Context: an optimization exercise on an open-source flow, tuned for small area, a short achievable clock period and few clock cycles per item. The choices shown serve that exercise and are no tape-out recipe. The RTL was checked by simulation tests, not by an equivalence proof against the original design.

### flow/config.mk
export PLATFORM = sky130hd
export DESIGN_NAME = aes128_core
export DESIGN_NICKNAME = aes128_core
export VERILOG_FILES = /design/flow/design.v
export SDC_FILE = /design/flow/constraint.sdc
export NUM_CORES = 4
export LEC_CHECK = 0
export ABC_AREA = 1
export CAP_MARGIN = 20
export CORE_MARGIN = 2
export CORE_UTILIZATION = 55
export PLACE_DENSITY = 0.7
export SLEW_MARGIN = 20
### flow/constraint.sdc
create_clock -name core_clock -period 10.0 [get_ports {clk}]
set_input_delay 2.0000 -clock core_clock [delete_from_list [all_inputs] [get_ports {clk}]]
set_output_delay 2.0000 -clock core_clock [all_outputs]
set_load 0.01 [all_outputs]
### flow/design.v
module aes128_core (
    input  wire         clk,
    input  wire         rst,         
    input  wire         in_valid,
    output wire         in_ready,
    input  wire [127:0] key,
    input  wire [127:0] block_in,
    output reg          out_valid,
    output wire [127:0] block_out
);
    function automatic [17:0] sbox_nl(input [7:0] x);
        reg U0,U1,U2,U3,U4,U5,U6,U7;
        reg T1,T2,T3,T4,T5,T6,T7,T8,T9,T10,T11,T12,T13,T14,T15,T16,T17,T18,T19,T20,T21,T22,T23,T24,T25,T26,T27,M1,M2,M3,M4,M5,M6,M7,M8,M9,M10,M11,M12,M13,M14,M15,M16,M17,M18,M19,M20,M21,M22,M23,M24,M25,M26,M27,M28,M29,M30,M31,M32,M33,M34,M35,M36,M37,M38,M39,M40,M41,M42,M43,M44,M45,M46,M47,M48,M49,M50,M51,M52,M53,M54,M55,M56,M57,M58,M59,M60,M61,M62,M63;
        begin
            {U0,U1,U2,U3,U4,U5,U6,U7} = x;
            T1 = U0 ^ U3;
            T2 = U0 ^ U5;
            T3 = U0 ^ U6;
            T4 = U3 ^ U5;
            T5 = U4 ^ U6;
            T6 = T1 ^ T5;
            T7 = U1 ^ U2;
            T8 = U7 ^ T6;
            T9 = U7 ^ T7;
            T10 = T6 ^ T7;
            T11 = U1 ^ U5;
            T12 = U2 ^ U5;
            T13 = T3 ^ T4;
            T14 = T6 ^ T11;
            T15 = T5 ^ T11;
            T16 = T5 ^ T12;
            T17 = T9 ^ T16;
            T18 = U3 ^ U7;
            T19 = T7 ^ T18;
            T20 = T1 ^ T19;
            T21 = U6 ^ U7;
            T22 = T7 ^ T21;
            T23 = T2 ^ T22;
            T24 = T2 ^ T10;
            T25 = T20 ^ T17;
            T26 = T3 ^ T16;
            T27 = T1 ^ T12;
            M1 = T13 & T6;
            M2 = T23 & T8;
            M3 = T14 ^ M1;
            M4 = T19 & U7;
            M5 = M4 ^ M1;
            M6 = T3 & T16;
            M7 = T22 & T9;
            M8 = T26 ^ M6;
            M9 = T20 & T17;
            M10 = M9 ^ M6;
            M11 = T1 & T15;
            M12 = T4 & T27;
            M13 = M12 ^ M11;
            M14 = T2 & T10;
            M15 = M14 ^ M11;
            M16 = M3 ^ M2;
            M17 = M5 ^ T24;
            M18 = M8 ^ M7;
            M19 = M10 ^ M15;
            M20 = M16 ^ M13;
            M21 = M17 ^ M15;
            M22 = M18 ^ M13;
            M23 = M19 ^ T25;
            M24 = M22 ^ M23;
            M25 = M22 & M20;
            M26 = M21 ^ M25;
            M27 = M20 ^ M21;
            M28 = M23 ^ M25;
            M29 = M28 & M27;
            M30 = M26 & M24;
            M31 = M20 & M23;
            M32 = M27 & M31;
            M33 = M27 ^ M25;
            M34 = M21 & M22;
            M35 = M24 & M34;
            M36 = M24 ^ M25;
            M37 = M21 ^ M29;
            M38 = M32 ^ M33;
            M39 = M23 ^ M30;
            M40 = M35 ^ M36;
            M41 = M38 ^ M40;
            M42 = M37 ^ M39;
            M43 = M37 ^ M38;
            M44 = M39 ^ M40;
            M45 = M42 ^ M41;
            M46 = M44 & T6;
            M47 = M40 & T8;
            M48 = M39 & U7;
            M49 = M43 & T16;
            M50 = M38 & T9;
            M51 = M37 & T17;
            M52 = M42 & T15;
            M53 = M45 & T27;
            M54 = M41 & T10;
            M55 = M44 & T13;
            M56 = M40 & T23;
            M57 = M39 & T19;
            M58 = M43 & T3;
            M59 = M38 & T22;
            M60 = M37 & T20;
            M61 = M42 & T1;
            M62 = M45 & T4;
            M63 = M41 & T2;
            sbox_nl = {M46, M47, M48, M49, M50, M51, M52, M53, M54, M55, M56, M57, M58, M59, M60, M61, M62, M63};
        end
    endfunction
    function automatic [7:0] sbox_lin(input [17:0] m);
        reg M46,M47,M48,M49,M50,M51,M52,M53,M54,M55,M56,M57,M58,M59,M60,M61,M62,M63;
        reg L0,L1,L2,L3,L4,L5,L6,L7,L8,L9,L10,L11,L12,L13,L14,L15,L16,L17,L18,L19,L20,L21,L22,L23,L24,L25,L26,L27,L28,L29;
        begin
            {M46, M47, M48, M49, M50, M51, M52, M53, M54, M55, M56, M57, M58, M59, M60, M61, M62, M63} = m;
            L0 = M61 ^ M62;
            L1 = M50 ^ M56;
            L2 = M46 ^ M48;
            L3 = M47 ^ M55;
            L4 = M54 ^ M58;
            L5 = M49 ^ M61;
            L6 = M62 ^ L5;
            L7 = M46 ^ L3;
            L8 = M51 ^ M59;
            L9 = M52 ^ M53;
            L10 = M53 ^ L4;
            L11 = M60 ^ L2;
            L12 = M48 ^ M51;
            L13 = M50 ^ L0;
            L14 = M52 ^ M61;
            L15 = M55 ^ L1;
            L16 = M56 ^ L0;
            L17 = M57 ^ L1;
            L18 = M58 ^ L8;
            L19 = M63 ^ L4;
            L20 = L0 ^ L1;
            L21 = L1 ^ L7;
            L22 = L3 ^ L12;
            L23 = L18 ^ L2;
            L24 = L15 ^ L9;
            L25 = L6 ^ L10;
            L26 = L7 ^ L9;
            L27 = L8 ^ L10;
            L28 = L11 ^ L14;
            L29 = L11 ^ L17;
            sbox_lin = {L6 ^ L24, ~(L16 ^ L26), ~(L19 ^ L28), L6 ^ L21, L20 ^ L22, L25 ^ L29, ~(L13 ^ L27), ~(L6 ^ L23)};
        end
    endfunction
    function automatic [7:0] xtime(input [7:0] b);
        xtime = {b[6:0], 1'b0} ^ (b[7] ? 8'h1b : 8'h00);
    endfunction
    function automatic [31:0] mix_column(input [31:0] col);
        reg [7:0] a0, a1, a2, a3;
        begin
            a0 = col[31:24]; a1 = col[23:16]; a2 = col[15:8]; a3 = col[7:0];
            mix_column = {xtime(a0) ^ xtime(a1) ^ a1 ^ a2 ^ a3,
                          a0 ^ xtime(a1) ^ xtime(a2) ^ a2 ^ a3,
                          a0 ^ a1 ^ xtime(a2) ^ xtime(a3) ^ a3,
                          xtime(a0) ^ a0 ^ a1 ^ a2 ^ xtime(a3)};
        end
    endfunction
    function automatic [127:0] mix_columns(input [127:0] s);
        mix_columns = {mix_column(s[127:96]), mix_column(s[95:64]),
                       mix_column(s[63:32]),  mix_column(s[31:0])};
    endfunction
    function automatic [127:0] shift_rows(input [127:0] s);
        integer r, c;
        for (c = 0; c < 4; c = c + 1)
            for (r = 0; r < 4; r = r + 1)
                shift_rows[127 - 8*(4*c + r) -: 8] = s[127 - 8*(4*((c + r) % 4) + r) -: 8];
    endfunction
    function automatic [287:0] nl_state(input [127:0] s);
        integer i;
        for (i = 0; i < 16; i = i + 1)
            nl_state[287 - 18*i -: 18] = sbox_nl(s[127 - 8*i -: 8]);
    endfunction
    function automatic [71:0] nl_word(input [31:0] w);
        integer i;
        for (i = 0; i < 4; i = i + 1)
            nl_word[71 - 18*i -: 18] = sbox_nl(w[31 - 8*i -: 8]);
    endfunction
    function automatic [127:0] lin_state(input [287:0] m);
        integer i;
        for (i = 0; i < 16; i = i + 1)
            lin_state[127 - 8*i -: 8] = sbox_lin(m[287 - 18*i -: 18]);
    endfunction
    function automatic [31:0] lin_word(input [71:0] m);
        integer i;
        for (i = 0; i < 4; i = i + 1)
            lin_word[31 - 8*i -: 8] = sbox_lin(m[71 - 18*i -: 18]);
    endfunction
    reg  [127:0] s1;
    reg  [127:0] k1;
    reg  [7:0]   rc1;
    reg          v1;          
    reg  [287:0] m2;
    reg  [71:0]  t2;
    reg  [127:0] k2;
    reg  [7:0]   rc2;
    reg          v2;
    reg  [127:0] res;
    reg          rdy;
    wire [127:0] sb = lin_state(m2);
    wire [31:0]  w0 = k2[127:96] ^ lin_word(t2) ^ {rc2, 24'h000000};
    wire [31:0]  w1 = k2[95:64]  ^ w0;
    wire [31:0]  w2 = k2[63:32]  ^ w1;
    wire [31:0]  w3 = k2[31:0]   ^ w2;
    wire [127:0] rk = {w0, w1, w2, w3};
    wire         last = (rc2 == 8'h36);
    wire         free = !v2 || last;
    assign in_ready  = rdy;
    assign block_out = res;
    always @(posedge clk) begin
        m2  <= nl_state(shift_rows(s1));
        t2  <= nl_word({k1[23:0], k1[31:24]});
        k2  <= k1;
        rc2 <= rc1;
        if (free) begin
            s1  <= block_in ^ key;
            k1  <= key;
            rc1 <= 8'h01;
        end else begin
            s1  <= mix_columns(sb) ^ rk;
            k1  <= rk;
            rc1 <= xtime(rc2);
        end
        res <= sb ^ rk;
        if (rst) begin
            v1        <= 1'b0;
            v2        <= 1'b0;
            out_valid <= 1'b0;
            rdy       <= 1'b1;
        end else begin
            v2        <= v1;
            v1        <= free ? in_valid : 1'b1;
            out_valid <= v2 && last;
            rdy       <= !v1 || (rc1 == 8'h36);
        end
    end
endmodule
### flow/flow/run.sh
#!/bin/bash
# Layout flow: the standard flow (standard.sh) with three changes.
# - Synthesis is the standard synthesis script (synth_recipe.tcl, ORFS's
#   synth.tcl) except that ABC maps the logic with flow/abc_map_area.script,
#   an area-oriented mapping. Registers are mapped before ABC runs, so they
#   are the standard synthesis's, with the same names and cells.
# - The input and output port buffers are sky130_fd_sc_hd__buf_2 cells rather
#   than the delay buffer that buffer_ports picks by default. Every port still
#   gets its own buffer.
# - Timing repair aims for a setup slack of at least 6.7 ns at the design's
#   10 ns clock, so that the resizer speeds up the critical paths; the clock
#   and the constraints are the design's, unchanged.
set -euo pipefail
here=$(pwd)
# synth.tcl with the ABC script replaced right after the preamble sets it
sed "s#^source \$::env(SCRIPTS_DIR)/synth_preamble.tcl\$#&\nset abc_args [lreplace \$abc_args 1 1 $here/flow/abc_map_area.script]#" \
  "$FLOW_HOME/scripts/synth.tcl" > my_synth_body.tcl
grep -q "abc_map_area.script" my_synth_body.tcl
sed "s#^source \$::env(SCRIPTS_DIR)/synth.tcl\$#source $here/my_synth_body.tcl#" synth_recipe.tcl > my_synth.tcl
grep -q "my_synth_body.tcl" my_synth.tcl
sed "s#SYNTH_SCRIPT=[^ ]*#SYNTH_SCRIPT=$here/my_synth.tcl#" standard.sh > my_standard.sh
grep -q "my_synth.tcl" my_standard.sh
export BUFFER_PORTS_ARGS="-buffer_cell sky130_fd_sc_hd__buf_2"
export SETUP_SLACK_MARGIN=6.7
bash my_standard.sh > standard_flow.log 2>&1
### flow/flow/abc_map_area.script
strash
dch
amap
topo
stime -c
buffer -c
upsize -c
dnsize -c
### flow/standard.sh
#!/bin/bash
# synth_recipe.tcl (not shown) runs the flow's synth.tcl, then flattens the netlist and writes it again
# the make line also repeats each setting of config.mk as NAME=value (left out here)
make -C /OpenROAD-flow-scripts/flow DESIGN_CONFIG=/design/flow/config.mk WORK_HOME=/design/flow/orfs CLKGATE_MAP_FILE= SYNTH_SCRIPT=/design/flow/synth_recipe.tcl "${@:-finish}"
==> results of run 1 <==
==> metrics by stage <==
| step | std cells | worst slack, ns | hold WS (ns) | area (sq um) | util |
|---|---|---|---|---|---|
| 6_report | 9578 | 6.22 | 0.316 | 72100 | 0.816 |
| 5_1_grt | 9574 | 6.19 | 0.320 | 72100 | 0.816 |
| 4_1_cts | 9082 | 6.54 | 0.319 | 62200 | 0.704 |
| 3_5_place_dp | 8654 | 5.16 | 0.312 | 52600 | 0.596 |
| 3_3_place_gp | 8654 | 5.21 | 0.310 | 52600 | 0.596 |
| 2_1_floorplan | 7111 | 6.71 | 0.310 | 49100 | - |
==> Yosys cell counts, types with 3 or more instances <==
library cell,count,area (sq um)
a32oi_1,11,96.3
nor2_2,18,113
a22oi_1,10,75.1
nor2b_1,37,231
ha_1,40,500
xnor2_1,25,219
o31ai_1,29,218
a21oi_2,85,744
nand2_1,571,2140
nor2_1,1409,5290
clkbuf_1,57,214
a221oi_2,12,180
o22ai_1,1012,6330
o21ai_1,107,536
dfxtp_1,892,17900
a31oi_1,10,62.6
a22o_1,5,43.8
xor2_2,4,65.1
a21o_1,12,90.1
o32ai_2,6,97.6
o21ai_2,34,298
nor2_4,3,33.8
a211oi_1,8,60.1
inv_2,107,402
a221oi_1,5,43.8
o22ai_2,78,976
or2_1,3,18.8
or2_2,4,25.0
o32ai_1,4,35.0
xor2_1,79,692
inv_1,1019,3820
o21ai_0,470,2350
a21oi_1,836,4180
o22a_1,87,762
==> worst paths after layout <==
check          from  endpoint  slack, ns  cells after the start
max           k1[2]    t2[28]       6.22                     17
min          k1[59]    k2[59]       0.32                      0
max reg2reg   k1[2]    t2[28]       6.22                     17
min reg2reg  k1[59]    k2[59]       0.32                      0
==> kinds of logic after synthesis <==
logic type	after synthesis	share of synthesized area
adders and majority gates	40	0.0102
DFF	892	0.364
xor gates and xnor gates	108	0.0199
and+or+nand+nor	2052	0.161
buffers and inverters	1186	0.0908
AOI/OAI and AO/OA	2833	0.353
==> critical path, stage by stage, from the launching register on <==
cell and delay [ns]:
dfxtp_4 0.44, clkinvlp_4 0.17, buf_4 0.17, buf_4 0.12
o22ai_1 0.56, nor2_1 0.16, a21oi_1 0.24, nor2_1 0.10
o21ai_1 0.23, xor2_2 0.22, inv_2 0.11, nor2_1 0.37
nor2_4 0.10, a21oi_4 0.20, buf_4 0.16, o21ai_4 0.07
o21ai_2 0.16, nor2_1 0.07
==> sequential cells by signal, summed over array words and instances, names as in the netlist <==
signal	count
s1	128
v2	1
t2	72
rdy	1
m2	288
v1	1
k1	128
k2	128
out_valid	1
rc2	8
rc1	8
res	128
==> timing repair <==
| action | CTS | global route |
|---|---|---|
| pin swaps | 159 | 469 |
| buffers inserted | 254 | 489 |
| gates cloned | 0 | 1 |
| gates resized for setup | 1100 | 1583 |
| setup endpoints to repair | 588 | 492 |
==> metal layers <==
layer	up-vias	track usage	wire length, um
met1	27600	0.507	80800
met2	4086	0.607	98100
met5	-	0	82
met4	12	0.212	17700
met3	1212	0.0752	24200
li1	27200	-	-
==> cell type report <==
| cell class | instances | area [sq um] |
|---|---|---|
| repair buffers | 1180 | 8240 |
| fillers | 5556 | 16300 |
| flip-flops and latches | 892 | 18400 |
| well taps | 1165 | 1460 |
| multi-input cells | 5033 | 36300 |
| clock inverters | 51 | 631 |
| diodes | 6 | 15.0 |
| inverters | 1127 | 4470 |
| repair inverters | 1 | 11.3 |
| clock buffers | 123 | 2600 |
==> impl_metrics.ini, run 1 <==
[yosys]
synth_cells = 7111
synth_area_sq_um = 49000
synthesis.nets = 7410
yosys_warnings = 1
synth-seq-cells = 892
synth.avg_cell_area_sq_um = 6.89
synth-edff-count = 0
ys_seq_area_frac = 0.364
async_flop_share = 0
synth_ff_type = dfxtp_1
synth.distinct_cells = 51

[grt]
grt_pass1_wl_um = 275000
track_usage = 0.389
grt_pass1_vias = 48400
gr-total-overflow = 0
grt_antenna_before_repair = 15
grt_max_degree = 146

[clocking]
cts_tree = built
clk_pin_slew_worst_paths_ns = 0.07
ctsHoldBuffers = 0
htreeDepth = 3
cts_root_buffer = clkbuf_16
clk_latency_ns = 0.70
cts_buffer_depth = 3
clock-sinks = 892
numCtsBuffers = 95

[placed_design]
numPortBuffers = 388
gp_congestion = 1.02
place.detailed.hpwl_um = 140000

[sta]
slew_violations = 0
setup_viol = 0
fin_skew_ns = 0.0204
rsz0062_at_grt = yes
timing.slew.headroom = 0.0920
fin_tns_setup_ns = 0
hold_viol = 0
tightest_slew_ns = 1.35
timing.fmax_mhz = 265
fin_crit_sh = 0.378
layout_min_cycle_time_ns = 3.78

[floorplanning]
fp.dieH_um = 303
io_pins = 389
die_area_sq_um = 91500
placementRows = 109
fp.dieW_um = 303
core_sq_um = 88400
initial_core_util = 0.555

[detailed_routing]
dr_total_vias = 60100
drc = 0
drt_first_pass_iters = 10
drt-initial-drc-count = 7119
via_per_inst = 6.28
drt_wl_total_um = 221000
routedWlPerCell_um = 23.1
ant_nets = 0

[finish]
layout-drive-gt1-share = 0.406
final_common_cell = nor2_1
area_delta_synth_final_pct = 47.1
final_nets = 8629
layout_common_cells = nor2_1 (1236), buf_4 (722), dfxtp_1 (715)

[worst_hold_path]
min_path_type = register to register

[flow_run]
drv_cap = 0

[setup_path]
crit_path_end_kind = register
required_ns = 10.57
crit_type = register to register
cp-start-kind = register
crit_fanout = 4
arrival_ns = 4.35

[status]
status = complete, no violations
Testbench counts, summed over its fixed seeds: cycles 32,024, blocks 3,200.
==> inputs of run 2 (changes only) <==
--- a/flow/flow/run.sh
+++ b/flow/flow/run.sh
@@ -9,3 +9,3 @@
 #   gets its own buffer.
-# - Timing repair aims for a setup slack of at least 6.7 ns at the design's
+# - Timing repair aims for a setup slack of at least 6.55 ns at the design's
 #   10 ns clock, so that the resizer speeds up the critical paths; the clock
@@ -23,3 +23,3 @@
 export BUFFER_PORTS_ARGS="-buffer_cell sky130_fd_sc_hd__buf_2"
-export SETUP_SLACK_MARGIN=6.7
+export SETUP_SLACK_MARGIN=6.55
 bash my_standard.sh > standard_flow.log 2>&1
==> flow/flow/abc_map_area.script (replaced) <==
strash
dch
map -a
topo
stime -c
buffer -c
upsize -c
dnsize -c
--- a/flow/config.mk
+++ b/flow/config.mk
@@ -10,4 +10,4 @@
 export CORE_MARGIN = 2
-export CORE_UTILIZATION = 55
-export PLACE_DENSITY = 0.7
+export CORE_UTILIZATION = 45
+export PLACE_DENSITY = 0.6
 export SLEW_MARGIN = 20
==> impl_metrics.ini, run 2 <==
[status]
status = complete, no violations

[detailed_routing]
routedWlPerCell_um = 20.1
via_per_inst = 4.79
drt_first_pass_iters = 5
drt-initial-drc-count = 2578
dr_total_vias = 39700
drt_wl_total_um = 167000
drc = 0
ant_nets = 0

[sta]
timing.fmax_mhz = 289
whs_ns = 0.321
rsz0062_at_grt = yes
hold_viol = 0
timing.slew.headroom = 0.300
tightest_slew_ns = 1.05
fin_crit_sh = 0.346
layout_min_cycle_time_ns = 3.46
fin_skew_ns = 0.0273
fin_tns_setup_ns = 0
setup_viol = 0
slew_violations = 0
worst_slack_ns = 6.54

[placed_design]
dp.cells = 8012
numPortBuffers = 388
place.detailed.hpwl_um = 136000
pre_cts_slack_ns = 5.98
place_area_sq_um = 55400
gp_congestion = 0.964

[floorplanning]
initial_core_util = 0.452
io_pins = 389
placementRows = 124
die_area_sq_um = 117000
fp.dieH_um = 342
core_sq_um = 114000
fp.dieW_um = 342

[finish]
multi_input_area_sq_um = 33300
layout-drive-gt1-share = 0.207
regMostFlops = m2
n_fill_cell = 10600
design_area_sq_um = 62000
layout_common_cells = xor2_1 (1196), nand2_1 (966), dfxtp_1 (822)
area_delta_synth_final_pct = 20.2
final_cells = 8303
largest_reg_flops = 288
final_nets = 7006
seq_area_sq_um = 18000
final_common_cell = xor2_1

[yosys]
synth_compound_area_frac = 0.0476
synth-seq-cells = 892
yosys_warnings = 1
synth_mux_area_frac = 0.00119
synth_top_family_by_area = XOR/XNOR gates
synth_area_sq_um = 51500
synth-edff-count = 0
synth.distinct_cells = 56
ys_seq_area_frac = 0.346
yosys-top-cells-area = dfxtp_1 (35%), xor2_1 (22%), xnor2_1 (13%), nand2_1 (7.3%), inv_1 (4.3%)
synth_cells = 6155
yosysTopAreaCellShare = 0.346
async_flop_share = 0
yosys.area_share.simple = 0.158
synth_xor_area_frac = 0.385
synth_top_cells_by_count = xor2_1 (1301), nand2_1 (1007), dfxtp_1 (892)
synth-adder-area-share = 0.00971
synth.avg_cell_area_sq_um = 8.37
synth.most_common_cell = xor2_1
synthesis.nets = 6454
synth_ff_type = dfxtp_1
yosys.area.top_type = dfxtp_1

[grt]
grt_antenna_before_repair = 9
grt_pass1_vias = 38200
gr-total-overflow = 0
track_usage = 0.274
grt_pass1_wl_um = 239000
grt_max_degree = 169

[clocking]
htreeDepth = 3
clk_latency_ns = 0.69
cts_tree = built
cts_buffer_depth = 3
clk_pin_slew_worst_paths_ns = 0.07
cts_root_buffer = clkbuf_16
clock-sinks = 892
numCtsBuffers = 96

[setup_path]
crit_fanout = 4
arrival_ns = 4.00
cp-start-kind = register
crit_type = register to register
required_ns = 10.54
crit_path_end_kind = register

[flow_run]
drv_cap = 0

[worst_hold_path]
min_path_type = register to register
## run 2: per-stage QoR
| step | util |
|---|---|
| 6_report | 0.543 |
| 5_1_grt | 0.543 |
| 4_1_cts | 0.521 |
| 3_5_place_dp | 0.486 |
| 3_3_place_gp | 0.485 |
| 2_1_floorplan | - |
## run 2: metal layers
layer / vias to the layer above / GRT usage / share of wire
met5: - / 0 / 0.00033
met4: 10 / 0.101 / 0.040
met3: 269 / 0.0395 / 0.063
met2: 1225 / 0.443 / 0.45
met1: 18700 / 0.372 / 0.44
li1: 19600 / - / -
## run 2: final timing paths
check / cells after the start / startpoint / slack, ns / end
max: 9 / m2[37] / 6.54 / s1[12]
min: 0 / k1[107] / 0.32 / k2[107]
max reg2reg: 9 / m2[37] / 6.54 / s1[12]
min reg2reg: 0 / k1[107] / 0.32 / k2[107]
## run 2: critical path, cell delays in order, from the launching register on
cell and delay (ns):
dfxtp_1 0.32, xnor2_2 0.36, xor2_2 0.29, xor2_1 0.27, xor2_1 0.73, xor2_1 0.44
xor2_1 0.22, xnor2_1 0.13, xnor2_1 0.41, o21ai_0 0.15
## run 2: layout make-up
type | instances | area share
Multi-Input combinational cell | 4551 | 0.537
Sequential cell | 892 | 0.290
Timing Repair Buffer | 529 | 0.0492
Clock buffer | 119 | 0.0424
Inverter | 637 | 0.0386
Tap cell | 1512 | 0.0305
Clock inverter | 58 | 0.0116
Antenna cell | 5 | 0.000202
## run 2: cell families after synthesis
| group | after synthesis |
|---|---|
| AOI/OAI and AO/OA | 408 |
| xor gates and xnor gates | 2180 |
| adders and majority gates | 40 |
| buffers and inverters | 712 |
| DFF | 892 |
| muxes | 6 |
| and+or+nand+nor | 1917 |
## run 2: repair_timing
action / CTS / global route
gates resized for setup: 94 / 336
endpoints found under the setup margin: 110 / 232
setup buffers: 12 / 97
pin swaps: 6 / 102
hold buffers: 0 / 0
==> inputs of run 3 (changes only) <==
--- a/flow/flow/run.sh
+++ b/flow/flow/run.sh
@@ -9,3 +9,3 @@
 #   gets its own buffer.
-# - Timing repair aims for a setup slack of at least 6.55 ns at the design's
+# - Timing repair aims for a setup slack of at least 6.6 ns at the design's
 #   10 ns clock, so that the resizer speeds up the critical paths; the clock
@@ -23,3 +23,3 @@
 export BUFFER_PORTS_ARGS="-buffer_cell sky130_fd_sc_hd__buf_2"
-export SETUP_SLACK_MARGIN=6.55
+export SETUP_SLACK_MARGIN=6.6
 bash my_standard.sh > standard_flow.log 2>&1
==> flow/flow/abc_map_area.script (replaced) <==
strash
&get -n
&dch
&nf -R 1000
&put
topo
stime -c
buffer -c
upsize -c
dnsize -c
==> impl_metrics.ini, run 3 <==
[worst_hold_path]
hold_depth = 0
min_path_type = register to register
hold_path_end = k2[79]
hold_start = k1[79]

[yosys]
yosys-top-cells-area = dfxtp_1 (37%), xnor2_1 (31%), xor2_1 (14%), nor2_1 (5.0%), xnor2_2 (2.3%)
async_flop_share = 0
synth.most_common_cell = xnor2_1
yosysTopAreaCellShare = 0.368
synth_top_cells_by_count = xnor2_1 (1710), dfxtp_1 (892), xor2_1 (775)
synth_cells = 5092
synthesis.nets = 5391
yosys_warnings = 1
synth-edff-count = 0
synth-seq-cells = 892
yosys.area.top_type = dfxtp_1
synth.distinct_cells = 50
synth_area_sq_um = 48500
ys_seq_area_frac = 0.368
synth_ff_type = dfxtp_1
synth.avg_cell_area_sq_um = 9.53

[floorplanning]
initial_core_util = 0.453
core_sq_um = 107000
placementRows = 120
io_pins = 389
fp.dieW_um = 332
fp.dieH_um = 332
die_area_sq_um = 110000

[setup_path]
ff2ff_setup_slack_ns = 6.64
cp-start-kind = register
crit_fanout = 6
arrival_ns = 3.92
cp_top_family = XOR/XNOR gates
cp_slowest_cell = xnor2_4
r2r_start = m2[200]
cp_cell_sequence = xor2_2 -> xnor2_1 -> xor2_2 -> xnor2_4 -> xnor2_1 -> xnor2_1 -> xor2_1 -> xnor2_1 -> nor2_1 -> a21oi_1
crit_type = register to register
rr_worst_depth = 10
crit_path_end_kind = register
cpMostUsedCell = xnor2_1
reg2reg_to = s1[68]
crit_buf_inv = 0
required_ns = 10.55
slowest_delay_ns = 0.44

[flow_run]
drv_cap = 0

[finish]
multi_input_area_sq_um = 33300
largest_reg_flops = 288
n_fill_cell = 9499
post-route-util = 0.561
layout_common_cells = xnor2_1 (1516), dfxtp_1 (809), xor2_1 (658)
final_common_cell = xnor2_1
area_delta_synth_final_pct = 23.9
final_nets = 5965
layout-drive-gt1-share = 0.217
seq_area_sq_um = 18000
regMostFlops = m2

[sta]
fin_crit_sh = 0.336
timing.slew.headroom = 0.284
hold_viol = 0
slew_violations = 0
layout_min_cycle_time_ns = 3.36
rsz0062_at_grt = yes
tightest_slew_ns = 1.07
timing.fmax_mhz = 297
fin_skew_ns = 0.0406
fin_tns_setup_ns = 0
setup_viol = 0

[detailed_routing]
drt_first_pass_iters = 5
via_per_inst = 4.99
drc = 0
drt_wl_total_um = 162000
ant_nets = 0
drt-initial-drc-count = 2899
routedWlPerCell_um = 22.7
dr_total_vias = 35700

[grt]
grt_max_degree = 140
grt_pass1_wl_um = 229000
track_usage = 0.281
grt_pass1_vias = 34900
gr-total-overflow = 0
grt_antenna_before_repair = 11

[placed_design]
numPortBuffers = 388
place.detailed.hpwl_um = 128000
gp_congestion = 0.969

[clocking]
numCtsBuffers = 96
htreeDepth = 3
cts_root_buffer = clkbuf_16
cts_buffer_depth = 3
cts_tree = built
ctsHoldBuffers = 0
clock-sinks = 892
clk_pin_slew_worst_paths_ns = 0.07
clk_latency_ns = 0.69

[status]
status = complete, no violations
run 3: changes by cell type after synthesis, sizes merged, moves of 178 or more:
| cell | delta |
|---|---|
| inv | -547 |
| nand2 | -769 |
| or2 | -178 |
| xnor2 | +967 |
| xor2 | -579 |
run 3: cell type report:
| class | count | area share |
|---|---|---|
| Antenna cell | 2 | 0.0000833 |
| Clock buffer | 130 | 0.0460 |
| Clock inverter | 43 | 0.00929 |
| Inverter | 88 | 0.00550 |
| Multi-Input combinational cell | 4027 | 0.555 |
| Sequential cell | 892 | 0.299 |
| Tap cell | 1403 | 0.0292 |
| Timing Repair Buffer | 561 | 0.0557 |
run 3: logic make-up (layout without fill, tap and decap cells):
logic type | count (synthesis) | count (layout) | share of synthesized area
adder cells (fa/ha/maj) | 40 | 40 | 0.0103
flip-flops | 892 | 892 | 0.368
multiplexers | 10 | 10 | 0.00224
AO/OA/AOI/OAI | 371 | 371 | 0.0430
AND/OR/NAND/NOR | 1036 | 1037 | 0.0856
XOR/XNOR | 2568 | 2569 | 0.477
other | 0 | 2 | 0
buffers and inverters | 175 | 822 | 0.0138
run 3: worst max-delay path by stage:
stage	startpoint	endpoint	slack, ns	cells past startpoint
final	m2[200]	s1[68]	6.64	10
after detailed placement	t2[2]	s1[2]	5.94	10
after floorplan	s1[34]	m2[1]	6.85	14
after global routing	s1[41]	m2[235]	6.48	15
after CTS	t2[2]	s1[2]	6.38	9
after global placement	t2[20]	s1[15]	5.77	9
run 3: per-stage QoR:
step	worst slack, ns	hold slack, ns	area, sq um	instances
floorplan	6.85	0.310	48500	5092
global placement	5.77	0.310	52500	6871
detailed placement	5.94	0.312	52500	6871
CTS	6.38	0.325	57000	7056
global route	6.48	0.324	60100	7144
finish	6.64	0.315	60100	7146
run 3: worst register-to-register path, stage by stage (launching register included):
cell,delay [ns]
dfxtp_1,0.39
xor2_2,0.29
xnor2_1,0.30
xor2_2,0.23
xnor2_4,0.44
xnor2_1,0.16
xnor2_1,0.31
xor2_1,0.43
xnor2_1,0.18
nor2_1,0.44
a21oi_1,0.07
run 3: timing repair:
action / CTS / global route
endpoints found under the setup margin: 194 / 233
resized for setup: 159 / 357
endpoints found under the hold margin: 0 / 0
pin swaps: 15 / 86
setup buffers: 11 / 86
gates cloned: 1 / 2
run 3: metal layers:
layer,vias up,track usage,routed length [um]
met5,-,0,13
met4,2,0.133,8310
met3,289,0.0408,10800
met2,1312,0.445,73000
met1,17200,0.377,69900
li1,16900,-,-
==> inputs of run 4 (changes only) <==
--- a/flow/design.v
+++ b/flow/design.v
@@ -150,9 +150,10 @@
     function automatic [31:0] mix_column(input [31:0] col);
-        reg [7:0] a0, a1, a2, a3;
+        reg [7:0] a0, a1, a2, a3, t;
         begin
             a0 = col[31:24]; a1 = col[23:16]; a2 = col[15:8]; a3 = col[7:0];
-            mix_column = {xtime(a0) ^ xtime(a1) ^ a1 ^ a2 ^ a3,
-                          a0 ^ xtime(a1) ^ xtime(a2) ^ a2 ^ a3,
-                          a0 ^ a1 ^ xtime(a2) ^ xtime(a3) ^ a3,
-                          xtime(a0) ^ a0 ^ a1 ^ a2 ^ xtime(a3)};
+            t  = a0 ^ a1 ^ a2 ^ a3;
+            mix_column = {a0 ^ t ^ xtime(a0 ^ a1),
+                          a1 ^ t ^ xtime(a1 ^ a2),
+                          a2 ^ t ^ xtime(a2 ^ a3),
+                          a3 ^ t ^ xtime(a3 ^ a0)};
         end
==> impl_metrics.ini, run 4 <==
[yosys]
synth_top_cells_by_count = xnor2_1 (1634), dfxtp_1 (892), xor2_1 (759)
synth-edff-count = 0
yosys.area.top_type = dfxtp_1
async_flop_share = 0
synth_area_sq_um = 48700
synth.distinct_cells = 50
synthesis.nets = 5361
yosysTopAreaCellShare = 0.367
synth.most_common_cell = xnor2_1
ys_seq_area_frac = 0.367
yosys-top-cells-area = dfxtp_1 (37%), xnor2_1 (29%), xor2_1 (14%), nor2_1 (4.9%), xnor2_2 (3.3%)
synth_ff_type = dfxtp_1
synth-seq-cells = 892
yosys_warnings = 1
synth.avg_cell_area_sq_um = 9.62
synth_cells = 5062

[finish]
design_area_sq_um = 59700
final_cells = 7074
regMostFlops = m2
post-route-util = 0.557
final_common_cell = xnor2_1
final_nets = 5891
area_delta_synth_final_pct = 22.6
layout_common_cells = xnor2_1 (1470), dfxtp_1 (809), xor2_1 (638)
largest_reg_flops = 288
layout-drive-gt1-share = 0.220

[detailed_routing]
via_per_inst = 4.91
drt_first_pass_iters = 5
dr_total_vias = 34700
drt-initial-drc-count = 2530
drc = 0
ant_nets = 0
routedWlPerCell_um = 22.0
drt_wl_total_um = 156000

[setup_path]
crit_buf_inv = 2
cp_cell_sequence = xor2_1 -> xnor2_1 -> xnor2_1 -> xnor2_1 -> buf_4 -> xnor2_2 -> xor2_1 -> buf_4 -> xor2_1 -> a21oi_1
arrival_ns = 3.82
cp_top_family = XOR/XNOR gates
cp_slowest_cell = xor2_1
crit_fanout = 4
cp-start-kind = register
crit_type = register to register
slowest_delay_ns = 0.60
required_ns = 10.47
crit_path_end_kind = register

[worst_hold_path]
min_path_type = register to register

[placed_design]
pre_cts_slack_ns = 5.45
place_area_sq_um = 52500
gp_congestion = 0.977
numPortBuffers = 388
place.detailed.hpwl_um = 125000
dp.cells = 6818

[clocking]
clk_pin_slew_worst_paths_ns = 0.07
cts_buffer_depth = 3
cts_root_buffer = clkbuf_16
htreeDepth = 3
clock-sinks = 892
ctsHoldBuffers = 0
cts_tree = built
numCtsBuffers = 96
clk_latency_ns = 0.69

[grt]
track_usage = 0.270
grt_antenna_before_repair = 4
gr-total-overflow = 0
grt_max_degree = 154
grt_pass1_wl_um = 221000
grt_pass1_vias = 34200

[sta]
timing.slew.headroom = 0.266
fin_skew_ns = 0.0449
worst_slack_ns = 6.64
setup_viol = 0
fin_tns_setup_ns = 0
timing.fmax_mhz = 298
tightest_slew_ns = 1.09
slew_violations = 0
fin_crit_sh = 0.336
hold_viol = 0
rsz0062_at_grt = yes
whs_ns = 0.316
layout_min_cycle_time_ns = 3.36

[floorplanning]
placementRows = 120
fp.dieW_um = 333
core_sq_um = 107000
initial_core_util = 0.454
die_area_sq_um = 111000
io_pins = 389
fp.dieH_um = 333

[flow_run]
drv_cap = 0

[status]
status = complete, no violations
-- run 4: changes by cell type in the layout (fill, tap and decap cells not counted), sizes merged, moves of 6 or more --
cell / previous run / this run
xnor2: 1782 / 1736
buf: 560 / 517
o21ai: 151 / 157
a21oi: 155 / 146
and2: 35 / 48
nor2: 646 / 653
-- run 4: final timing paths --
kind | startpoint | endpoint | slack (ns) | cells after the start
max | t2[71] | k1[29] | 6.64 | 10
min | k1[68] | k2[68] | 0.32 | 0
max reg2reg | t2[71] | k1[29] | 6.64 | 10
min reg2reg | k1[68] | k2[68] | 0.32 | 0
-- run 4: repair_timing --
| item | in CTS | in global routing |
|---|---|---|
| setup endpoints to repair | 186 | 199 |
| gates resized for setup | 146 | 332 |
| buffers inserted | 3 | 76 |
| pin swaps | 3 | 82 |
-- run 4: routing by layer --
metal  global-route usage  part of all wire
met1                0.369              0.44
met2                0.429              0.45
met3               0.0373             0.065
met4                0.109             0.044
met5                    0          0.000077
-- run 4: logic make-up after synthesis --
logic type,Yosys count,synth area share
simple gates,1062,0.0888
fa+ha+maj,40,0.0103
compound gates,355,0.0407
xor+xnor,2528,0.476
mux,15,0.00367
flops,892,0.367
buf+inv,170,0.0136
-- run 4: cell type report --
type / instances / area [sq um]
well taps: 1403 / 1760
clock inverters: 45 / 638
clock buffers: 130 / 2750
fillers: 9513 / 47500
diodes: 2 / 5.00
repair buffers: 517 / 2980
flip-flops and latches: 892 / 18000
multi-input cells: 4000 / 33300
inverters: 85 / 319
Testbench counts of run 4, summed over its fixed seeds: cycles 32,024, blocks 3,200.
==> inputs of run 5 (changes only) <==
==> flow/flow/abc_map_area.script (replaced) <==
strash
dc2
&get -n
&dch
&nf -R 1000
&put
topo
stime -c
buffer -c
upsize -c
dnsize -c
==> impl_metrics.ini, run 5 <==
[placed_design]
place.detailed.hpwl_um = 124000
place_area_sq_um = 51700
dp.cells = 6717
gp_congestion = 0.955
numPortBuffers = 388
pre_cts_slack_ns = 5.64

[floorplanning]
core_sq_um = 105000
initial_core_util = 0.454
fp.dieW_um = 330
fp.dieH_um = 330
placementRows = 119
die_area_sq_um = 109000
io_pins = 389

[yosys]
synth_top_cells_by_count = xnor2_1 (1488), dfxtp_1 (892), xor2_1 (757)
synth.avg_cell_area_sq_um = 9.65
synthesis.nets = 5263
synth-seq-cells = 892
synth-edff-count = 0
async_flop_share = 0
yosys-top-cells-area = dfxtp_1 (37%), xnor2_1 (27%), xor2_1 (14%), nor2_1 (5.6%), xnor2_2 (3.3%)
ys_seq_area_frac = 0.373
synth_area_sq_um = 47900
synth_ff_type = dfxtp_1
synth_cells = 4964
yosys.area.top_type = dfxtp_1
synth.most_common_cell = xnor2_1
yosysTopAreaCellShare = 0.373
synth.distinct_cells = 60
yosys_warnings = 1

[clocking]
clk_pin_slew_worst_paths_ns = 0.06
cts_root_buffer = clkbuf_16
clk_latency_ns = 0.68
htreeDepth = 3
ctsHoldBuffers = 0
cts_tree = built
clock-sinks = 892
numCtsBuffers = 98
cts_buffer_depth = 3

[setup_path]
r2r_start = m2[224]
cp-startpoint = m2[224]
required_ns = 10.46
ff2ff_setup_slack_ns = 6.62
crit_type = register to register
setup.worst_path.end = s1[118]
arrival_ns = 3.84
rr_worst_depth = 8
cp-start-kind = register
reg2reg_to = s1[118]
crit_fanout = 4
crit_path_end_kind = register

[sta]
slew_violations = 0
timing.fmax_mhz = 296
whs_ns = 0.317
setup_viol = 0
fin_crit_sh = 0.338
timing.slew.headroom = 0.256
hold_viol = 0
tightest_slew_ns = 1.11
rsz0062_at_grt = yes
fin_skew_ns = 0.0326
layout_min_cycle_time_ns = 3.38
worst_slack_ns = 6.62
fin_tns_setup_ns = 0

[finish]
final_nets = 5796
layout-drive-gt1-share = 0.221
regMostFlops = m2
largest_reg_flops = 288
final_cells = 6971
post-route-util = 0.559
final_common_cell = xnor2_1
layout_common_cells = xnor2_1 (1334), dfxtp_1 (815), nor2_1 (714)
area_delta_synth_final_pct = 23.1
design_area_sq_um = 59000

[detailed_routing]
dr_total_vias = 34500
via_per_inst = 4.94
drc = 0
drt-initial-drc-count = 2671
ant_nets = 0
drt_first_pass_iters = 22
drt_wl_total_um = 154000
routedWlPerCell_um = 22.1

[grt]
grt_max_degree = 159
grt_antenna_before_repair = 4
track_usage = 0.275
gr-total-overflow = 0
grt_pass1_wl_um = 220000
grt_pass1_vias = 33700

[flow_run]
drv_cap = 0

[worst_hold_path]
min_path_type = register to register

[status]
status = complete, no violations
run 5: changes by cell type after synthesis, moves of 23 or more:
cell	before	now
xnor2_1	1634	1488
nand2_1	291	168
nor2_1	642	720
a21oi_1	141	201
o21ai_0	130	85
nor2b_1	12	52
inv_1	83	53
nand2b_1	6	30
a21o_1	0	23
run 5: repair_timing:
item,4_1_cts,5_1_grt
endpoints found under the setup margin,197,217
pin swaps,13,65
setup buffers,16,55
gates resized for setup,164,318
run 5: worst max-delay path, cell delays in order, from the launching register on:
cell and delay (ns):
dfxtp_1 0.33, xor2_1 0.19, xnor2_1 0.36, xnor2_1 0.13, xnor2_1 0.87, xnor2_1 0.31
xnor2_1 0.22, xnor2_1 0.50, a21oi_1 0.26
run 5: worst min-delay path by stage:
stage	start	to	slack, ns	cells after the start
floorplan	k1[100]	k2[100]	0.31	0
global placement	k1[56]	k2[56]	0.31	0
detailed placement	k1[80]	k2[80]	0.31	0
CTS	k1[118]	k2[118]	0.32	0
global route	k1[36]	k2[36]	0.32	0
finish	k1[36]	k2[36]	0.32	0
run 5: final cells by class:
cell class / count / area [sq um]
multi-input combinational: 3932 / 32600
timing repair buffer: 517 / 2940
inverter: 56 / 210
tap: 1391 / 1740
clock inverter: 59 / 737
clock buffer: 121 / 2700
fill: 9406 / 46500
antenna: 3 / 7.51
sequential: 892 / 18000
run 5: layer usage:
layer / GRT usage / up-vias / part of all wire
met3: 0.0323 / 266 / 0.054
li1: - / 16600 / -
met2: 0.433 / 1089 / 0.45
met5: 0 / - / 0
met1: 0.384 / 16500 / 0.45
met4: 0.110 / 0 / 0.042
run 5: cell families after synthesis:
| family | after synthesis | synth area share |
|---|---|---|
| xor+xnor | 2379 | 0.457 |
| simple gates | 1081 | 0.0948 |
| flops | 892 | 0.373 |
| compound gates | 418 | 0.0506 |
| buf+inv | 140 | 0.0114 |
| fa+ha+maj | 40 | 0.0104 |
| mux | 14 | 0.00316 |
==> inputs of run 6 (changes only) <==
--- a/flow/flow/run.sh
+++ b/flow/flow/run.sh
@@ -9,3 +9,3 @@
 #   gets its own buffer.
-# - Timing repair aims for a setup slack of at least 6.6 ns at the design's
+# - Timing repair aims for a setup slack of at least 6.4 ns at the design's
 #   10 ns clock, so that the resizer speeds up the critical paths; the clock
@@ -23,3 +23,3 @@
 export BUFFER_PORTS_ARGS="-buffer_cell sky130_fd_sc_hd__buf_2"
-export SETUP_SLACK_MARGIN=6.6
+export SETUP_SLACK_MARGIN=6.4
 bash my_standard.sh > standard_flow.log 2>&1
==> flow/flow/abc_map_area.script (replaced) <==
strash
&get -n
&dch
&nf -R 1000
&put
topo
stime -c
buffer -c
upsize -c
dnsize -c
==> impl_metrics.ini, run 6 <==
[grt]
track_usage = 0.269
gr-total-overflow = 0
grt_antenna_before_repair = 5
grt_pass1_wl_um = 220000
grt_pass1_vias = 34000
grt_max_degree = 154

[setup_path]
cp_slowest_cell = xor2_1
cp_top_family = XOR/XNOR gates
arrival_ns = 4.02
crit_fanout = 4
cpMostUsedCell = xnor2_1
crit_type = register to register
required_ns = 10.47
cp_cell_sequence = xor2_1 -> xnor2_1 -> xnor2_1 -> xnor2_1 -> buf_4 -> xnor2_1 -> xor2_1 -> buf_4 -> xor2_1 -> a21oi_1
crit_path_end_kind = register
crit_buf_inv = 2
cp-start-kind = register
slowest_delay_ns = 0.59

[finish]
largest_reg_flops = 288
n_fill_cell = 9746
layout_common_cells = xnor2_1 (1555), dfxtp_1 (871), xor2_1 (695)
final_common_cell = xnor2_1
layout-drive-gt1-share = 0.171
final_nets = 5823
area_delta_synth_final_pct = 17.6
regMostFlops = m2

[clocking]
numCtsBuffers = 96
clk_pin_slew_worst_paths_ns = 0.07
htreeDepth = 3
clk_latency_ns = 0.69
cts_buffer_depth = 3
clock-sinks = 892
cts_root_buffer = clkbuf_16
cts_tree = built

[yosys]
synth-adder-area-share = 0.0103
synth.most_common_cell = xnor2_1
yosysTopAreaCellShare = 0.367
synth-edff-count = 0
synth_xor_area_frac = 0.476
synth_cells = 5062
synth_area_sq_um = 48700
yosys_warnings = 1
synthesis.nets = 5361
async_flop_share = 0
yosys-top-cells-area = dfxtp_1 (37%), xnor2_1 (29%), xor2_1 (14%), nor2_1 (4.9%), xnor2_2 (3.3%)
synth_top_cells_by_count = xnor2_1 (1634), dfxtp_1 (892), xor2_1 (759)
synth.distinct_cells = 50
ys_seq_area_frac = 0.367
synth_top_family_by_area = XOR/XNOR gates
synth-seq-cells = 892
yosys.area.top_type = dfxtp_1
yosys.area_share.simple = 0.0888
synth.avg_cell_area_sq_um = 9.62
synth_ff_type = dfxtp_1
synth_compound_area_frac = 0.0407
synth_mux_area_frac = 0.00367

[placed_design]
pre_cts_slack_ns = 5.45
gp_congestion = 0.977
numPortBuffers = 388
place.detailed.hpwl_um = 125000

[sta]
fin_crit_sh = 0.355
fin_skew_ns = 0.0469
slew_violations = 0
timing.fmax_mhz = 282
whs_ns = 0.318
layout_min_cycle_time_ns = 3.55
worst_slack_ns = 6.45
hold_viol = 0
rsz0062_at_grt = no
fin_tns_setup_ns = 0
tightest_slew_ns = 1.13
timing.slew.headroom = 0.244
setup_viol = 0

[detailed_routing]
ant_nets = 0
via_per_inst = 4.90
drt_wl_total_um = 153000
dr_total_vias = 34300
routedWlPerCell_um = 21.9
drc = 0
drt-initial-drc-count = 2475
drt_first_pass_iters = 5

[floorplanning]
placementRows = 120
core_sq_um = 107000
fp.dieW_um = 333
fp.dieH_um = 333
initial_core_util = 0.454
die_area_sq_um = 111000
io_pins = 389

[status]
status = complete, no violations

[flow_run]
drv_cap = 0

[worst_hold_path]
min_path_type = register to register
-- run 6: cell types whose count changed in the layout (fill, tap and decap cells not counted), sizes merged, moves of 57 or more --
cell	before	now
nor2	733	653
xnor2	1588	1736
o21ai	100	157
buf	517	449
a21oi	203	146
nand2	169	293
-- run 6: stage by stage --
| stage | std cells | instance area [sq um] | utilization |
|---|---|---|---|
| detailed placement | 6818 | 52500 | 0.489 |
| CTS | 6993 | 56200 | 0.524 |
| global placement | 6818 | 52500 | 0.489 |
| floorplan | 5062 | 48700 | - |
| finish | 7007 | 57300 | 0.534 |
| global route | 7004 | 57300 | 0.534 |
-- run 6: worst paths after layout --
path	end	slack, ns	start	cells after the start
setup / recovery	k1[29]	6.45	t2[71]	10
hold / removal	k2[68]	0.32	k1[68]	0
setup reg to reg	k1[29]	6.45	t2[71]	10
hold reg to reg	k2[68]	0.32	k1[68]	0
-- run 6: cells by family after synthesis --
logic type | count (synthesis)
buffers and inverters | 170
adders and majority gates | 40
and+or+nand+nor | 1062
DFF | 892
muxes | 15
xor gates and xnor gates | 2528
AOI/OAI and AO/OA | 355
-- run 6: what timing repair did --
item	in CTS	in global routing
hold buffers	0	0
endpoints found under the setup margin	72	135
setup buffers	0	11
pin swaps	0	10
hold endpoints to repair	0	0
resized for setup	47	141
-- run 6: per-layer routing --
metal,global-route usage,routed length [um],part of all wire
met1,0.370,68900,0.45
met2,0.427,69100,0.45
met3,0.0348,9140,0.060
met4,0.105,6280,0.041
met5,0,26,0.00017
-- run 6: cell type report --
type                            count  area [sq um]  share of cell area
Sequential cell                   892         17900               0.312
Multi-Input combinational cell   4000         31500               0.550
Antenna cell                        3          7.51            0.000131
Timing Repair Buffer              449          2420              0.0422
Clock buffer                      130          2750              0.0479
Inverter                           85           319             0.00557
Clock inverter                     45           638              0.0111
Tap cell                         1403          1760              0.0307
==> inputs of run 7 (changes only) <==
--- a/flow/flow/run.sh
+++ b/flow/flow/run.sh
@@ -9,3 +9,3 @@
 #   gets its own buffer.
-# - Timing repair aims for a setup slack of at least 6.4 ns at the design's
+# - Timing repair aims for a setup slack of at least 6.5 ns at the design's
 #   10 ns clock, so that the resizer speeds up the critical paths; the clock
@@ -23,3 +23,3 @@
 export BUFFER_PORTS_ARGS="-buffer_cell sky130_fd_sc_hd__buf_2"
-export SETUP_SLACK_MARGIN=6.4
+export SETUP_SLACK_MARGIN=6.5
 bash my_standard.sh > standard_flow.log 2>&1
==> impl_metrics.ini, run 7 <==
[status]
status = complete, no violations

[yosys]
synth.most_common_cell = xnor2_1
ys_seq_area_frac = 0.367
yosysTopAreaCellShare = 0.367
yosys-top-cells-area = dfxtp_1 (37%), xnor2_1 (29%), xor2_1 (14%), nor2_1 (4.9%), xnor2_2 (3.3%)
synth-edff-count = 0
yosys_warnings = 1
synth.distinct_cells = 50
synth_area_sq_um = 48700
synth_cells = 5062
synth_ff_type = dfxtp_1
synth.avg_cell_area_sq_um = 9.62
synth-seq-cells = 892
synthesis.nets = 5361
synth_top_cells_by_count = xnor2_1 (1634), dfxtp_1 (892), xor2_1 (759)
async_flop_share = 0
yosys.area.top_type = dfxtp_1

[placed_design]
gp_congestion = 0.977
numPortBuffers = 388
place.detailed.hpwl_um = 125000
place_area_sq_um = 52500

[worst_hold_path]
min_path_type = register to register

[clocking]
cts_root_buffer = clkbuf_16
ctsHoldBuffers = 0
cts_tree = built
clock-sinks = 892
cts_buffer_depth = 3
numCtsBuffers = 96
clk_pin_slew_worst_paths_ns = 0.07
htreeDepth = 3
clk_latency_ns = 0.69

[detailed_routing]
drt_first_pass_iters = 5
drt_wl_total_um = 154000
via_per_inst = 4.91
routedWlPerCell_um = 22.0
drc = 0
dr_total_vias = 34400
ant_nets = 0
drt-initial-drc-count = 2567

[sta]
slew_violations = 0
hold_viol = 0
rsz0062_at_grt = yes
setup_viol = 0
tightest_slew_ns = 1.07
timing.slew.headroom = 0.277
fin_tns_setup_ns = 0
layout_min_cycle_time_ns = 3.45
fin_crit_sh = 0.345
timing.fmax_mhz = 290
fin_skew_ns = 0.0463

[setup_path]
slowest_delay_ns = 0.63
cpMostUsedCell = a21oi_1
crit_buf_inv = 2
cp_slowest_cell = buf_4
required_ns = 10.43
cp-start-kind = register
crit_type = register to register
cp_cell_sequence = nor2b_1 -> nand4_1 -> and2_4 -> buf_6 -> buf_4 -> o21ai_0 -> a21oi_1 -> a21oi_1
crit_fanout = 66
arrival_ns = 3.87
crit_path_end_kind = register
cp_top_family = buffers and inverters

[grt]
grt_max_degree = 154
grt_antenna_before_repair = 4
grt_pass1_wl_um = 220000
gr-total-overflow = 0
track_usage = 0.269
grt_pass1_vias = 34000

[floorplanning]
die_area_sq_um = 111000
placementRows = 120
fp.dieW_um = 333
io_pins = 389
fp.dieH_um = 333
core_sq_um = 107000
initial_core_util = 0.454

[finish]
layout-drive-gt1-share = 0.191
layout_common_cells = xnor2_1 (1519), dfxtp_1 (845), xor2_1 (661)
area_delta_synth_final_pct = 19.6
final_nets = 5839
largest_reg_flops = 288
regMostFlops = m2
post-route-util = 0.543
final_common_cell = xnor2_1
design_area_sq_um = 58200

[flow_run]
drv_cap = 0
==> run 7: cell counts after synthesis <==
No cell type changed its count.
==> run 7: area by class of cell <==
cell class	instances	area, sq um
diodes	2	5.00
fillers	9670	49000
well taps	1403	1760
repair buffers	465	2560
clock inverters	45	638
inverters	85	319
flip-flops and latches	892	17900
clock buffers	130	2750
multi-input cells	4000	32300
==> run 7: logic make-up after synthesis <==
| group | share of synthesized area |
|---|---|
| AOI/OAI and AO/OA | 0.0407 |
| xor gates and xnor gates | 0.476 |
| adders and majority gates | 0.0103 |
| buffers and inverters | 0.0136 |
| DFF | 0.367 |
| muxes | 0.00367 |
| and+or+nand+nor | 0.0888 |
==> run 7: per-stage QoR <==
| step | hold slack (ns) | std cells | setup WS [ns] |
|---|---|---|---|
| floorplan | 0.310 | 5062 | 6.85 |
| global placement | 0.310 | 6818 | 5.36 |
| detailed placement | 0.312 | 6818 | 5.45 |
| CTS | 0.321 | 6994 | 6.39 |
| global route | 0.320 | 7020 | 6.39 |
| finish | 0.318 | 7022 | 6.55 |
==> run 7: what timing repair did <==
item | 4_1_cts | 5_1_grt
setup buffers | 1 | 26
setup endpoints to repair | 131 | 167
pin swaps | 1 | 34
resized for setup | 87 | 224
==> run 7: path summary, 6_finish.rpt <==
kind           from  endpoint  slack, ns  cells past startpoint
min reg2reg  k1[34]    k2[34]       0.32                      0
min          k1[34]    k2[34]       0.32                      0
max reg2reg  rc2[7]    s1[45]       6.55                      8
max          rc2[7]    s1[45]       6.55                      8
==> run 7: routing by layer <==
metal,global-route usage,wire [um],vias up
li1,-,-,16600
met1,0.370,68300,16400
met2,0.428,69700,1231
met3,0.0346,9870,251
met4,0.106,6300,2
met5,0,12,-
==> inputs of run 8 (changes only) <==
--- a/flow/flow/run.sh
+++ b/flow/flow/run.sh
@@ -9,3 +9,3 @@
 #   gets its own buffer.
-# - Timing repair aims for a setup slack of at least 6.5 ns at the design's
+# - Timing repair aims for a setup slack of at least 6.7 ns at the design's
 #   10 ns clock, so that the resizer speeds up the critical paths; the clock
@@ -23,3 +23,3 @@
 export BUFFER_PORTS_ARGS="-buffer_cell sky130_fd_sc_hd__buf_2"
-export SETUP_SLACK_MARGIN=6.5
+export SETUP_SLACK_MARGIN=6.7
 bash my_standard.sh > standard_flow.log 2>&1
==> impl_metrics.ini, run 8 <==
[status]
status = complete, no violations

[worst_hold_path]
min_path_type = register to register
hold_path_end = k2[68]
hold_start = k1[68]
hold_depth = 0

[sta]
fin_skew_ns = 0.0462
slew_violations = 0
worst_slack_ns = 6.65
timing.slew.headroom = 0.245
rsz0062_at_grt = yes
tightest_slew_ns = 1.13
fin_crit_sh = 0.335
layout_min_cycle_time_ns = 3.35
fin_tns_setup_ns = 0
hold_viol = 0
timing.fmax_mhz = 299
setup_viol = 0

[grt]
track_usage = 0.272
grt_pass1_vias = 34400
grt_pass1_wl_um = 222000
gr-total-overflow = 0
grt_antenna_before_repair = 4
grt_max_degree = 154

[yosys]
yosysTopAreaCellShare = 0.367
yosys.area.top_type = dfxtp_1
synth_ff_type = dfxtp_1
synthesis.nets = 5361
yosys-top-cells-area = dfxtp_1 (37%), xnor2_1 (29%), xor2_1 (14%), nor2_1 (4.9%), xnor2_2 (3.3%)
async_flop_share = 0
synth-edff-count = 0
synth.most_common_cell = xnor2_1
synth_area_sq_um = 48700
synth.avg_cell_area_sq_um = 9.62
yosys_warnings = 1
synth_cells = 5062
ys_seq_area_frac = 0.367
synth_top_cells_by_count = xnor2_1 (1634), dfxtp_1 (892), xor2_1 (759)
synth.distinct_cells = 50
synth-seq-cells = 892

[setup_path]
reg2reg_to = s1[116]
crit_path_end_kind = register
ff2ff_setup_slack_ns = 6.65
rr_worst_depth = 9
required_ns = 10.48
arrival_ns = 3.83
crit_type = register to register
crit_fanout = 5
cp-start-kind = register
r2r_start = m2[236]

[finish]
final_nets = 5978
layout-drive-gt1-share = 0.256
final_common_cell = xnor2_1
largest_reg_flops = 288
layout_common_cells = xnor2_1 (1419), dfxtp_1 (767), nor2_1 (632)
n_fill_cell = 9235
area_delta_synth_final_pct = 27.1
regMostFlops = m2
post-route-util = 0.577

[floorplanning]
io_pins = 389
die_area_sq_um = 111000
fp.dieW_um = 333
fp.dieH_um = 333
placementRows = 120
core_sq_um = 107000
initial_core_util = 0.454

[placed_design]
place.detailed.hpwl_um = 125000
pre_cts_slack_ns = 5.45
numPortBuffers = 388
gp_congestion = 0.977

[clocking]
cts_buffer_depth = 3
clk_pin_slew_worst_paths_ns = 0.07
cts_tree = built
numCtsBuffers = 96
clock-sinks = 892
clk_latency_ns = 0.69
ctsHoldBuffers = 0
htreeDepth = 3
cts_root_buffer = clkbuf_16

[detailed_routing]
dr_total_vias = 35200
via_per_inst = 4.92
drt_wl_total_um = 158000
drt-initial-drc-count = 2563
routedWlPerCell_um = 22.1
ant_nets = 0
drt_first_pass_iters = 5
drc = 0

[flow_run]
drv_cap = 0
run 8: final cells by class:
type / count / area (sq um) / area share
clock inverters: 45 / 638 / 0.0103
flip-flops and latches: 892 / 18100 / 0.292
diodes: 3 / 7.51 / 0.000121
clock buffers: 130 / 2750 / 0.0443
well taps: 1403 / 1760 / 0.0284
repair buffers: 604 / 3730 / 0.0603
inverters: 85 / 319 / 0.00515
multi-input cells: 4000 / 34600 / 0.560
run 8: metal layers:
layer  routed length (um)  track usage  vias to the layer above  share of wire
met4                 6910        0.112                        2          0.044
met5                   12            0                        -       0.000076
met2                72500        0.431                     1203           0.46
li1                     -            -                    16800              -
met1                69000        0.370                    16900           0.44
met3                 9970       0.0389                      259          0.063
run 8: worst max path at each step:
| stage | start | to | slack (ns) | depth (start not counted) |
|---|---|---|---|---|
| floorplan | k1[10] | t2[37] | 6.85 | 13 |
| global placement | t2[43] | s1[19] | 5.36 | 10 |
| detailed placement | t2[43] | s1[19] | 5.45 | 10 |
| CTS | t2[49] | s1[19] | 6.48 | 10 |
| global route | s1[55] | m2[181] | 6.59 | 15 |
| finish | m2[236] | s1[116] | 6.65 | 9 |
run 8: cell families (layout without fill, tap and decap cells):
kind of cell / after synthesis / after routing / share of synthesized area
xor+xnor: 2528 / 2528 / 0.476
flops: 892 / 892 / 0.367
mux: 15 / 15 / 0.00367
simple gates: 1062 / 1062 / 0.0888
other cells: 0 / 3 / 0
compound gates: 355 / 355 / 0.0407
buf+inv: 170 / 864 / 0.0136
fa+ha+maj: 40 / 40 / 0.0103
run 8: per-stage QoR:
stage                     instances  hold WS, ns  instance area, sq um
after global routing           7159        0.321                 61900
after CTS                      7010        0.321                 57600
after floorplan                5062        0.310                 48700
after global placement         6818        0.310                 52500
final                          7162        0.315                 61900
after detailed placement       6818        0.312                 52500
run 8: worst max-delay path: stages (launching register included):
cell,delay (ns)
dfxtp_1,0.40
xor2_2,0.29
xnor2_1,0.25
xor2_1,0.42
xnor2_2,0.28
xnor2_4,0.37
xor2_1,0.15
xnor2_1,0.40
nor2_1,0.09
a21oi_1,0.48
run 8: what timing repair did:
action                                  CTS  global route
gates cloned                              0             0
resized for setup                       236           462
pin swaps                                16           159
setup buffers                            17           149
endpoints found under the setup margin  280           240

==> what the ideal ports hide <==
The results above use ideal ports. As a check the final layouts listed here were re-extracted and re-timed, cells and wires unchanged.
Step 1, drivers: a clkbuf_16 drives clk and a buf_2 each remaining input, both assumed.
Step 2 moves the port delays by t, midway between the first and last clock arrival at a register: inputs arrive t later, outputs are due t later. That takes back most of the time a late clock gives input paths.
Slacks: no drivers / after step 1 / after step 2; pairs: no drivers / after step 1.
| run | shift t [ns] | setup WS [ns] | worst setup path at the end | clock arrival spread, ns |
|---|---|---|---|---|
| run 1 | 0.772 | 6.223 / 6.223 / 6.223 | register to register | 0.025 / 0.025 |
| run 2 | 0.755 | 6.537 / 6.470 / 6.537 | register to register | 0.032 / 0.032 |
| run 3 | 0.744 | 6.636 / 6.631 / 6.636 | register to register | 0.043 / 0.043 |
| run 4 | 0.740 | 6.645 / 6.606 / 6.542 | input to register | 0.046 / 0.046 |
| run 5 | 0.740 | 6.622 / 6.622 / 6.622 | register to register | 0.033 / 0.033 |
| run 6 | 0.741 | 6.448 / 6.448 / 6.448 | register to register | 0.048 / 0.048 |
| run 7 | 0.738 | 6.554 / 6.554 / 6.552 | input to register | 0.047 / 0.047 |
| run 8 | 0.743 | 6.650 / 6.639 / 6.650 | register to register | 0.048 / 0.048 |
After both steps every run listed still meets setup and hold. The setup slack of run 4, which loses most, moves by -0.039 ns with the drivers and by -0.103 ns with both steps.
